Background: an optimization exercise with open tools, aiming at small area and a short achievable clock period. Do not read the settings as production practice. In this exercise RTL edits were held to simulation tests only and were not proved equivalent to the original. Power is estimated from default activity; no workload was simulated.

==> flow/design.v, too long to show whole: its modules and the start of the top module <==
// module fp32_lane: 268 lines
// module fp32_lane_add: 38 lines
// module fp32_lane_lzc52: 46 lines
// module fp32_lane_mulcs: 1028 lines
// module fp32_lane_fa: 4 lines
// module fp32_lane_han: 4 lines
// module fp32_lane_xnor2: 3 lines
// module fp32_lane_or2: 3 lines
module fp32_lane (
    input  wire        clk,
    input  wire        rst,
    input  wire        in_valid,
    input  wire [3:0]  in_op,
    input  wire [31:0] in_a,
    input  wire [31:0] in_b,
    input  wire [31:0] in_c,
    output reg         out_valid,
    output reg  [31:0] out_result,
    output reg  [2:0]  out_flags      
);
  // ...
==> flow/flow/run.sh <==
#!/bin/bash
# Layout flow: the standard layout (standard.sh) with two changes:
#  - every input and output port is buffered by a plain buf_2 instead of the
#    default port buffer;
#  - the timing repair after CTS and global routing aims for a setup slack of
#    18.3 ns at the design's 24 ns clock (paths of at most 5.7 ns); the SDC
#    and the clock period are the design's, unchanged.
set -euo pipefail
cat >> config.mk <<'EOC'
export BUFFER_PORTS_ARGS = -inputs -outputs -buffer_cell sky130_fd_sc_hd__buf_2
export SETUP_SLACK_MARGIN = 18.3
EOC
bash standard.sh finish > standard.log 2>&1
==> flow/standard.sh <==
#!/bin/bash
# synth_recipe.tcl (not shown) runs the flow's synth.tcl, then flattens the netlist and writes it again
# the make line also repeats each setting of config.mk as NAME=value (left out here)
make -C /OpenROAD-flow-scripts/flow DESIGN_CONFIG=/design/flow/config.mk WORK_HOME=/design/flow/orfs CLKGATE_MAP_FILE= SYNTH_SCRIPT=/design/flow/synth_recipe.tcl "${@:-finish}"
==> flow/config.mk <==
export PLATFORM = sky130hd
export DESIGN_NAME = fp32_lane
export DESIGN_NICKNAME = fp32_lane
export VERILOG_FILES = /design/flow/design.v
export SDC_FILE = /design/flow/constraint.sdc
export NUM_CORES = 4
export LEC_CHECK = 0
export CAP_MARGIN = 20
export CORE_MARGIN = 2
export CORE_UTILIZATION = 60
export CTS_BUF_LIST = sky130_fd_sc_hd__clkbuf_8 sky130_fd_sc_hd__clkbuf_16
export CTS_CLUSTER_DIAMETER = 80
export CTS_CLUSTER_SIZE = 20
export SLEW_MARGIN = 20
export SYNTH_HIERARCHICAL = 1
export BUFFER_PORTS_ARGS = -inputs -outputs -buffer_cell sky130_fd_sc_hd__buf_2
export SETUP_SLACK_MARGIN = 18.3
==> flow/constraint.sdc <==
create_clock -name core_clock -period 24.0 [get_ports {clk}]
set_input_delay 4.8000 -clock core_clock [delete_from_list [all_inputs] [get_ports {clk}]]
set_output_delay 4.8000 -clock core_clock [all_outputs]
set_load 0.01 [all_outputs]
==> impl_metrics.toml, run 1 <==
[outcome]
outcome = "complete, no violations"

[clock_network]
cts_tree = "done"

[layout]
clock_area_share_pct = 2.806
n_all_inverters = 191
fillCellCount = 6138
insertedDiodeCount = 0
multi_input_gates = 3557

[global_routing]
grt_max_degree = 74
top_usage_layer = "met2"

[setup_path]
crit_fanout = 1
critPathTopFamily = "flip-flops"
worst-r2r-setup-slack_ps = 18450
r2r_end = "r2_s[0]"

[drt]
route.final.wire_length_um = 128700
top_layer = "met4"
avgRoutedWirePerCell_um = 23.78

[yosys]
yosys_warnings = 11

[sta]
hold_viol = 0
tightest_slew_ps = 1091
hold_slack_ps = 326.7

[power]
internal-power_w = 0.002906
power_w = 0.005697
sequentialPowerShare_pct = 21.5

[placement]
port_buffers = 138

[floorplan]
rows = 97
==> run 2: changes to the inputs <==
--- a/flow/config.mk
+++ b/flow/config.mk
@@ -10,5 +10,5 @@
 export CORE_UTILIZATION = 60
-export CTS_BUF_LIST = sky130_fd_sc_hd__clkbuf_8 sky130_fd_sc_hd__clkbuf_16
 export CTS_CLUSTER_DIAMETER = 80
 export CTS_CLUSTER_SIZE = 20
+export PLACE_DENSITY = 0.75
 export SLEW_MARGIN = 20
==> impl_metrics.toml, run 2 <==
[clock_network]
cts_tree = "done"
clock-sinks = 456
clock_path_buffers = 3
cts_setup_buffers = 0
cts_hold_buf = 0
clock_latency_ps = 590
cts_buffers = 36
clockRootBuffer = "clkbuf_16"
clkTransAtPathRegs_ps = 80
cts_max_level = 2

[floorplan]
core_um2 = 69910
die_h_um = 269.6
start_util_pct = 60.53
rows = 97
dieArea_um2 = 72660
num_io_pins = 139
fp.dieW_um = 269.6

[power]
irDropWorstVdd_v = 0.00008825
pwr-share-clk_pct = 10.9
power_density_nw_per_um2 = 129.8
switchingPower_w = 0.002790
sequentialPowerShare_pct = 21.5
total_leakage_power_nw = 16.76
combPwrFrac_pct = 67.6
internal-power_w = 0.002878
power_w = 0.005669
p_sw_share_pct = 49.22

[sta]
period_needed_ps = 5819
final-setup-viol-count = 0
fin_tns_setup_ps = 0
post-route-period-util_pct = 24.25
drv_slew = 0
tightest_slew_ps = 1096
max_freq_ghz = 0.1718
finalClockSkew_ps = 33.80
maxSlewHeadroom_pct = 26.92
hold_viol = 0
rsz0062_at_grt = "true"

[placement]
port_buffers = 138
dp_hpwl_um = 91620
place_congestion = 0.9889

[min_path]
min_from = "r2_le[0]"
holdPathEnd = "r3_le[0]"
min_path_cells = 0
hold_path_class = "register to register"

[setup_path]
end_kind = "output port"
timing.rr.start = "r1_s[21]"
r2r_end = "r2_s[0]"
path_buf_inv = 1
critPathTopFamily = "flip-flops"
crit_path_cell_trace = "buf_6"
critical_path_class = "register to output port"
cp_slowest_stage_delay_ps = 330
cp-start-kind = "register"
cp.arrival_ps = 1020
crit_fanout = 1
reg2reg_depth = 19
crit_slowest_cell = "dfxtp_2"
worstPathRequired_ps = 19200
worst-r2r-setup-slack_ps = 18450

[yosys]
syn_area_um2 = 42310
synth_area_per_cell_um2 = 9.347
synthCells = 4527
yosys_warnings = 11

[layout]
insertedDiodeCount = 0
final_common_cell = "nand2_1"
area_delta_synth_final_pct = 3.182
layout_common_cells = "nand2_1, fa_1, dfxtp_1"
layout-drive-gt1-share_pct = 10.57
nets = 5224
largest_reg_flops = 52
reg_top3 = "r3_mag (52), r2_s (51), r2_l (48)"
regMostFlops = "r3_mag"

[global_routing]
grt_pass1_wl_um = 195600
grt_pass1_vias = 34800
grt_util_all_layers_pct = 34.31
antenna_found_initial = 0
grt_max_degree = 74
gr-total-overflow = 0

[job]
drv_cap = 0

[drt]
route.vias.total = 34260
route.detailed.drc = 0
route.final.wire_length_um = 125500
postRouteAntennaNets = 0
vias_per_cell = 6.330
dr.first_iter.drc_count = 3271
avgRoutedWirePerCell_um = 23.18
drt_pass1_iterations = 8

[outcome]
outcome = "complete, no violations"
[run 2: metal layers]
layer	track usage, %	vias to the layer above	wire (um)
li1	-	15280	-
met1	41.54	16620	47580
met2	56.87	1834	58870
met3	6.350	526	10450
met4	21.07	0	8574
met5	0	-	0
[run 2: worst max path at each step]
stage / from / end / slack [ps] / cells past startpoint
after CTS: out_result[17] / out_result[17] / 18140 / 1
after detailed placement: in_op[2] / r0_z[10] / 17590 / 4
after floorplan: in_op[0] / r0_z[21] / 18300 / 5
after global placement: in_op[2] / r0_z[16] / 17630 / 4
after global routing: out_result[18] / out_result[18] / 18140 / 1
final: out_result[18] / out_result[18] / 18180 / 1
[run 2: worst register-to-register path, stage by stage (launching register included)]
cell and delay (ps):
dfxtp_1 310, ha_1 380, and4_4 240, and2_4 180, a221oi_2 450, nand3_1 170
a21boi_2 310, o31ai_1 180, o311ai_1 580, or3_1 210, nand2_1 190, or4_1 610
nor2_1 160, nand3_1 120, a211oi_1 230, a2bb2oi_1 240, nor2_1 70, o41ai_1 390
o2111ai_1 210, xor2_1 180
[run 2: per-stage QoR]
stage	setup slack, ps	hold WS, ps	area (um^2)	util (%)	std cells
2_1_floorplan	18300	309.6	42390	-	4547
3_3_place_gp	17630	311.1	42380	60.62	5355
3_5_place_dp	17590	312.1	42380	60.63	5355
4_1_cts	18140	327.5	43560	62.31	5413
5_1_grt	18140	330.9	43660	62.45	5413
6_report	18180	329.3	43660	62.45	5413
[run 2: final cells by class]
cell class                      count  area, um^2
Multi-Input combinational cell   3557       30120
Fill cell                        5923       26250
Sequential cell                   456        9168
Timing Repair Buffer              211        1315
Tap cell                          940        1176
Clock buffer                       39       953.4
Inverter                          191       716.9
Clock inverter                     19       207.7
[run 2: what timing repair did]
item / in CTS / in global routing
resized for setup: 5 / 25
endpoints found under the setup margin: 67 / 83
gates cloned: 0 / 0
[run 2: power by group through the flow]
stage	Sequential (W)	Clock (W)	Combinational [W]
after floorplan	0.00114	0	0.00333
after global routing	0.00123	0.000654	0.00420
final	0.00122	0.000618	0.00383
after global placement	0.00122	0	0.00364
after CTS	0.00120	0.000630	0.00375
after detailed placement	0.00122	0	0.00373
==> run 3: changes to the inputs <==
--- a/flow/config.mk
+++ b/flow/config.mk
@@ -12,3 +12,2 @@
 export CTS_CLUSTER_SIZE = 20
-export PLACE_DENSITY = 0.75
 export SLEW_MARGIN = 20
==> impl_metrics.toml, run 3 <==
[setup_path]
cp_slowest_stage_delay_ps = 310
cp.arrival_ps = 1020
critical_path_class = "register to output port"
cp-start-kind = "register"
worstPathRequired_ps = 19200
path_buf_inv = 1
crit_path_cell_trace = "buf_2"
end_kind = "output port"
crit_fanout = 1
reg2reg_depth = 19
cp.depth = 1
crit_slowest_cell = "dfxtp_1"
critPathTopFamily = "flip-flops"

[min_path]
hold_path_class = "register to register"
min_path_cells = 0

[layout]
area_delta_synth_final_pct = 3.277
largest_reg_flops = 52
layout-drive-gt1-share_pct = 10.49
final_common_cell = "nand2_1"
insertedDiodeCount = 0
regMostFlops = "r3_mag"
reg_top3 = "r3_mag (52), r2_s (51), r2_l (48)"
nets = 5222
fillCellCount = 6138
layout_common_cells = "nand2_1, fa_1, dfxtp_1"

[global_routing]
grt_pass1_vias = 33900
grt_util_all_layers_pct = 35.28
antenna_found_initial = 0
grt_max_degree = 74
grt_pass1_wl_um = 198500
gr-total-overflow = 0

[floorplan]
num_io_pins = 139
rows = 97
die_h_um = 269.6
dieArea_um2 = 72660
fp.dieW_um = 269.6
start_util_pct = 60.53
core_um2 = 69910

[sta]
max_freq_ghz = 0.1718
post-route-period-util_pct = 24.26
final-setup-viol-count = 0
rsz0062_at_grt = "true"
maxSlewHeadroom_pct = 27.79
finalClockSkew_ps = 37.09
fin_tns_setup_ps = 0
period_needed_ps = 5822
tightest_slew_ps = 1083
hold_slack_ps = 326.9
hold_viol = 0
drv_slew = 0

[clock_network]
clkTransAtPathRegs_ps = 80
clockRootBuffer = "clkbuf_16"
cts_setup_buffers = 0
clock-sinks = 456
cts_buffers = 38
clock_latency_ps = 600
cts_max_level = 2
cts_tree = "done"
clock_path_buffers = 3
cts_hold_buf = 0

[drt]
met3_wirelength_um = 9774
vias_per_cell = 6.241
postRouteAntennaNets = 0
top_layer = "met4"
avgRoutedWirePerCell_um = 23.80
dr.first_iter.drc_count = 3103
drt_pass1_iterations = 6
route.vias.total = 33780
met2_length_um = 60070
wl_met1_um = 51700
route.detailed.drc = 0
route.final.wire_length_um = 128800

[placement]
dp_hpwl_um = 94740
port_buffers = 138
place_congestion = 0.9999

[yosys]
synthCells = 4527
synth_area_per_cell_um2 = 9.347
yosys_warnings = 11
syn_area_um2 = 42310

[power]
sequentialPowerShare_pct = 21.5
irDropWorstVdd_v = 0.00008069
total_leakage_power_nw = 16.77
switchingPower_w = 0.002791
pwr-share-clk_pct = 11.1
p_sw_share_pct = 48.98
power_density_nw_per_um2 = 130.4
internal-power_w = 0.002907
combPwrFrac_pct = 67.4

[job]
drv_cap = 0

[outcome]
outcome = "complete, no violations"
[run 3: final cells by class]
type	count	area (um^2)	share of cell area, %
clock buffer	43	1011	2.314
clock inverter	18	215.2	0.4925
inverter	191	716.9	1.641
multi-input combinational	3557	30120	68.92
sequential	456	9168	20.98
tap	940	1176	2.691
timing repair buffer	207	1294	2.961
[run 3: routing by layer]
metal / global-route usage, % / vias to the layer above
li1: - / 15280
met1: 45.47 / 16560
met2: 58.24 / 1568
met3: 5.361 / 371
met4: 17.18 / 0
met5: 0 / -
[run 3: metrics by stage]
stage | util, % | worst slack, ps | instance area, um^2 | total power [W] | std cells
after global placement | 60.57 | 17600 | 42340 | 0.004949 | 5351
after detailed placement | 60.58 | 17510 | 42350 | 0.004986 | 5351
final | 62.51 | 18180 | 43700 | 0.005698 | 5412
after CTS | 62.34 | 18130 | 43580 | 0.005640 | 5412
after floorplan | - | 18300 | 42390 | 0.004470 | 4547
after global routing | 62.51 | 18120 | 43700 | 0.006152 | 5412
[run 3: power groups by stage]
stage | clock network (W) | logic [W] | registers [W]
floorplan | 0 | 0.00333 | 0.00114
global route | 0.000677 | 0.00424 | 0.00124
finish | 0.000634 | 0.00384 | 0.00123
global placement | 0 | 0.00372 | 0.00123
detailed placement | 0 | 0.00376 | 0.00123
CTS | 0.000650 | 0.00378 | 0.00121
[run 3: worst paths after layout]
path                  start        endpoint  slack (ps)
max reg2reg        r1_s[21]         r2_s[0]       18460
min reg2reg        r2_le[9]        r3_le[9]         330
min                r2_le[9]        r3_le[9]         330
max          out_result[22]  out_result[22]       18180
[run 3: timing repair]
| item | 4_1_cts | 5_1_grt |
|---|---|---|
| gates resized for setup | 2 | 30 |
| cloned | 0 | 0 |
| endpoints found under the setup margin | 68 | 65 |
==> run 4: changes to the inputs <==
--- a/flow/config.mk
+++ b/flow/config.mk
@@ -9,5 +9,6 @@
 export CORE_MARGIN = 2
-export CORE_UTILIZATION = 60
+export CORE_UTILIZATION = 50
 export CTS_CLUSTER_DIAMETER = 80
 export CTS_CLUSTER_SIZE = 20
+export PLACE_DENSITY = 0.85
 export SLEW_MARGIN = 20
==> impl_metrics.toml, run 4 <==
[power]
sequentialPowerShare_pct = 20.6
combPwrFrac_pct = 67.9
total_leakage_power_nw = 16.84
p_sw_share_pct = 49.10
irDropWorstVdd_v = 0.00008619
power_w = 0.005866
switchingPower_w = 0.002880
internal-power_w = 0.002986
pwr-share-clk_pct = 11.5
power_density_nw_per_um2 = 133.0

[setup_path]
path_buf_inv = 1
crit_fanout = 1
cp-start-kind = "register"
worst-r2r-setup-slack_ps = 18520
critPathTopFamily = "flip-flops"
crit_path_cell_trace = "buf_6"
cp.arrival_ps = 1030
worstPathRequired_ps = 19200
cp_slowest_stage_delay_ps = 330
critical_path_class = "register to output port"
end_kind = "output port"
crit_slowest_cell = "dfxtp_2"

[global_routing]
gr-total-overflow = 0
grt_pass1_vias = 35610
grt_max_degree = 74
grt_pass1_wl_um = 194700
antenna_found_initial = 4
grt_util_all_layers_pct = 28.64

[floorplan]
num_io_pins = 139
core_um2 = 83690
die_h_um = 294.9
fp.dieW_um = 294.9
rows = 106
start_util_pct = 50.56
dieArea_um2 = 86970

[yosys]
syn_area_um2 = 42310
synth_area_per_cell_um2 = 9.347
yosys_warnings = 11
synthCells = 4527

[drt]
dr.first_iter.drc_count = 4035
vias_per_cell = 6.287
route.detailed.drc = 0
drt_pass1_iterations = 7
route.vias.total = 35300
avgRoutedWirePerCell_um = 22.54
route.final.wire_length_um = 126600
postRouteAntennaNets = 0

[sta]
hold_viol = 0
max_freq_ghz = 0.1714
finalClockSkew_ps = 31.17
drv_slew = 0
tightest_slew_ps = 1210
post-route-period-util_pct = 24.31
final-setup-viol-count = 0
rsz0062_at_grt = "true"
maxSlewHeadroom_pct = 19.13
period_needed_ps = 5834
fin_tns_setup_ps = 0

[clock_network]
cts_max_level = 2
clock-sinks = 456
cts_setup_buffers = 0
clockRootBuffer = "clkbuf_16"
cts_tree = "done"
clock_latency_ps = 600
cts_buffers = 37
clock_path_buffers = 3
clkTransAtPathRegs_ps = 80

[placement]
port_buffers = 138
place_congestion = 1.001
dp_hpwl_um = 90620
dp.cells = 5552

[layout]
nets = 5228
reg_top3 = "r3_mag (52), r2_s (51), r2_l (48)"
final_cells = 5615
final_common_cell = "nand2_1"
regMostFlops = "r3_mag"
largest_reg_flops = 52
area_delta_synth_final_pct = 4.211
layout-drive-gt1-share_pct = 10.47
layout_common_cells = "nand2_1, fa_1, dfxtp_1"

[job]
drv_cap = 0

[outcome]
outcome = "complete, no violations"

[min_path]
hold_path_class = "register to register"
==> run 4: layout make-up <==
type,instances,area [um^2]
inverters,191,721.9
flip-flops and latches,456,9155
diodes,1,2.502
fillers,7248,39590
clock buffers,39,953.4
multi-input cells,3557,30110
well taps,1134,1419
repair buffers,214,1371
clock inverters,23,361.6
==> run 4: final timing paths <==
path,start,endpoint,cells after the start
worst max-delay path,out_result[21],out_result[21],1
worst min-delay path,r2_le[9],r3_le[9],0
worst max register to register,r1_s[11],r2_s[0],19
worst min register to register,r2_le[9],r3_le[9],0
==> run 4: metrics by stage <==
stage | setup slack (ps) | hold slack [ps] | cell area (um^2) | utilization, %
floorplan | 18300 | 309.6 | 42390 | -
global placement | 17600 | 312.1 | 42620 | 50.93
detailed placement | 17600 | 312.1 | 42620 | 50.93
CTS | 18140 | 329.3 | 44000 | 52.58
global route | 18140 | 336.9 | 44090 | 52.69
finish | 18170 | 324.8 | 44090 | 52.69
==> run 4: power by group through the flow <==
stage,Combinational [W],Sequential (W),Clock (W)
floorplan,0.00333,0.00114,0
detailed placement,0.00380,0.00121,0
CTS,0.00385,0.00119,0.000682
finish,0.00398,0.00121,0.000673
global route,0.00428,0.00122,0.000707
global placement,0.00368,0.00120,0
==> run 4: routing by layer <==
metal	vias up	global-route usage, %	wire length, um
met2	2490	45.89	56700
met1	16840	34.46	46890
met3	684	7.466	14120
met5	-	0.2772	8
li1	15290	-	-
met4	2	17.63	8824
==> run 4: repair_timing <==
action	in CTS	in global routing
gates resized for setup	17	21
endpoints found under the setup margin	61	64
hold buffers	0	0
==> run 5: changes to the inputs <==
--- a/flow/flow/run.sh
+++ b/flow/flow/run.sh
@@ -5,3 +5,3 @@
 #  - the timing repair after CTS and global routing aims for a setup slack of
-#    18.3 ns at the design's 24 ns clock (paths of at most 5.7 ns); the SDC
+#    18.15 ns at the design's 24 ns clock (paths of at most 5.85 ns); the SDC
 #    and the clock period are the design's, unchanged.
@@ -10,3 +10,3 @@
 export BUFFER_PORTS_ARGS = -inputs -outputs -buffer_cell sky130_fd_sc_hd__buf_2
-export SETUP_SLACK_MARGIN = 18.3
+export SETUP_SLACK_MARGIN = 18.15
 EOC
--- a/flow/config.mk
+++ b/flow/config.mk
@@ -9,6 +9,5 @@
 export CORE_MARGIN = 2
-export CORE_UTILIZATION = 50
+export CORE_UTILIZATION = 60
 export CTS_CLUSTER_DIAMETER = 80
 export CTS_CLUSTER_SIZE = 20
-export PLACE_DENSITY = 0.85
 export SLEW_MARGIN = 20
@@ -16,2 +15,2 @@
 export BUFFER_PORTS_ARGS = -inputs -outputs -buffer_cell sky130_fd_sc_hd__buf_2
-export SETUP_SLACK_MARGIN = 18.3
+export SETUP_SLACK_MARGIN = 18.15
==> impl_metrics.toml, run 5 <==
[clock_network]
cts_setup_buffers = 0
cts_buffers = 40
clkTransAtPathRegs_ps = 80
cts_hold_buf = 0
clock_latency_ps = 620
cts_tree = "done"
clock-sinks = 456
clockRootBuffer = "clkbuf_16"
cts_max_level = 2
clock_path_buffers = 3

[floorplan]
start_util_pct = 60.53
die_h_um = 269.6
rows = 97
num_io_pins = 139
fp.dieW_um = 269.6
core_um2 = 69910
dieArea_um2 = 72660

[sta]
finalClockSkew_ps = 36.56
max_freq_ghz = 0.1709
post-route-period-util_pct = 24.38
tightest_slew_ps = 1088
drv_slew = 0
maxSlewHeadroom_pct = 27.48
fin_tns_setup_ps = 0
hold_viol = 0
final-setup-viol-count = 0
rsz0062_at_grt = "true"
period_needed_ps = 5852
worst_slack_ps = 18150

[yosys]
synth_area_per_cell_um2 = 9.347
synthCells = 4527
yosys_warnings = 11
syn_area_um2 = 42310

[setup_path]
crit_slowest_cell = "dfxtp_1"
worstPathRequired_ps = 19200
path_buf_inv = 1
cp_slowest_stage_delay_ps = 320
crit_fanout = 1
reg2reg_depth = 19
worst-r2r-setup-slack_ps = 18290
r2r_end = "r2_s[0]"
end_kind = "output port"
crit_path_cell_trace = "buf_2"
critPathTopFamily = "flip-flops"
cp.arrival_ps = 1050
timing.rr.start = "r1_s[21]"
cp-start-kind = "register"
critical_path_class = "register to output port"

[power]
total_leakage_power_nw = 16.83
irDropWorstVdd_v = 0.00007614
power_density_nw_per_um2 = 130.6

[drt]
route.final.wire_length_um = 129000
postRouteAntennaNets = 0
route.detailed.drc = 0
route.vias.total = 33650
drt_pass1_iterations = 6
vias_per_cell = 6.204
avgRoutedWirePerCell_um = 23.79
dr.first_iter.drc_count = 2473

[global_routing]
gr-total-overflow = 0
grt_pass1_wl_um = 200000
grt_pass1_vias = 34310
grt_util_all_layers_pct = 35.52
grt_max_degree = 74
antenna_found_initial = 1

[min_path]
holdPathEnd = "r3_inv"
min_path_cells = 0
min_from = "r2_inv"
hold_path_class = "register to register"

[layout]
layout_common_cells = "nand2_1, fa_1, dfxtp_1"
final_common_cell = "nand2_1"
reg_top3 = "r3_mag (52), r2_s (51), r2_l (48)"
regMostFlops = "r3_mag"
largest_reg_flops = 52
fillCellCount = 6106
layout-drive-gt1-share_pct = 10.71
nets = 5229
area_delta_synth_final_pct = 3.584

[placement]
port_buffers = 138
dp_hpwl_um = 94980
place_congestion = 0.9862
place_ws_ps = 17520

[outcome]
outcome = "complete, no violations"

[job]
drv_cap = 0
## run 5: timing repair
action	CTS	global route
gates resized for setup	4	23
endpoints found under the hold margin	0	0
gates cloned	0	0
endpoints found under the setup margin	33	59
## run 5: worst reg2reg max path: stages, from the launching register on
cell and delay, ps:
dfxtp_1 300, ha_1 390, and4_4 240, and2_4 170
a221oi_2 540, nand3_1 170, a21boi_2 310, o31ai_1 180
o311ai_1 520, or3_1 200, nand2_1 210, or4_1 620
nor2_1 160, nand3_1 120, a211oi_1 230, a2bb2oi_1 240
nor2_1 70, o41ai_1 490, o2111ai_1 230, xor2_1 190
## run 5: through the flow
step                power (W)  utilization [%]  std cells  cell area (um^2)  hold WS, ps
floorplan            0.004470                -       4547             42390        309.6
global placement     0.004949            60.63       5356             42380        310.2
detailed placement   0.004983            60.64       5356             42390        312.1
CTS                  0.005674            62.57       5422             43740        324.2
global route         0.006176            62.69       5422             43820        333.9
finish               0.005725            62.70       5424             43830        325.9
## run 5: per-layer routing
| layer | vias up | track usage, % | share of wire (%) |
|---|---|---|---|
| met5 | - | 0 | 0 |
| met4 | 0 | 19.12 | 6.1 |
| met3 | 398 | 5.584 | 7.0 |
| met2 | 1438 | 58.84 | 47 |
| met1 | 16510 | 44.75 | 40 |
| li1 | 15310 | - | - |
## run 5: where the power goes
group	total (W)	leakage, nW	internal [W]	switching, W
clock	0.000674	0.637	0.000330	0.000344
sequential	0.00122	3.82	0.00103	0.000191
combinational	0.00383	12.4	0.00155	0.00228
## run 5: worst max path at each step
| stage | start | endpoint | slack (ps) | depth (start not counted) |
|---|---|---|---|---|
| floorplan | in_op[0] | r0_z[10] | 18260 | 5 |
| global placement | in_op[2] | r0_z[7] | 17630 | 4 |
| detailed placement | in_op[2] | r0_z[21] | 17520 | 4 |
| CTS | out_result[31] | out_result[31] | 18120 | 1 |
| global route | out_result[17] | out_result[17] | 18120 | 1 |
| finish | out_result[31] | out_result[31] | 18150 | 1 |
## run 5: cell type report
class | count | area, um^2 | area share (%)
clock inverter | 23 | 311.5 | 0.7108
sequential | 456 | 9169 | 20.92
antenna | 2 | 5.005 | 0.01142
multi-input combinational | 3557 | 30110 | 68.69
timing repair buffer | 212 | 1321 | 3.015
inverter | 191 | 716.9 | 1.636
clock buffer | 43 | 1022 | 2.332
tap | 940 | 1176 | 2.683

==> afterwards: timing with drivers on the ports <==
How much do the figures lean on ideal ports? The routed layouts below were timed once more, with nothing changed but the port constraints.
Step 1 assumes that a clkbuf_16 drives the clock port and a buf_2 every other input.
Step 2 adds t to the input delays and takes it off the output delays; t is the mean of the earliest and latest rising clock arrival at the registers after step 1. Input paths then give back, and output paths get back, about the clock's delay inside the block.
Three values: no drivers, after step 1, after step 2; two values: the first two.
| run | t, ns | setup slack, ns | clock arrival spread, ns |
|---|---|---|---|
| run 1 | 0.647 | 18.178 / 18.107 / 17.821 | 0.038 / 0.039 |
| run 2 | 0.640 | 18.181 / 18.111 / 17.929 | 0.034 / 0.034 |
| run 3 | 0.648 | 18.178 / 18.107 / 17.814 | 0.039 / 0.038 |
| run 4 | 0.658 | 18.166 / 18.094 / 17.977 | 0.032 / 0.032 |
| run 5 | 0.673 | 18.148 / 18.074 / 17.868 | 0.039 / 0.039 |
After both steps setup and hold are still met in every run listed. The setup slack of run 3, which loses most, moves by -0.071 ns with the drivers and by -0.364 ns with both steps.
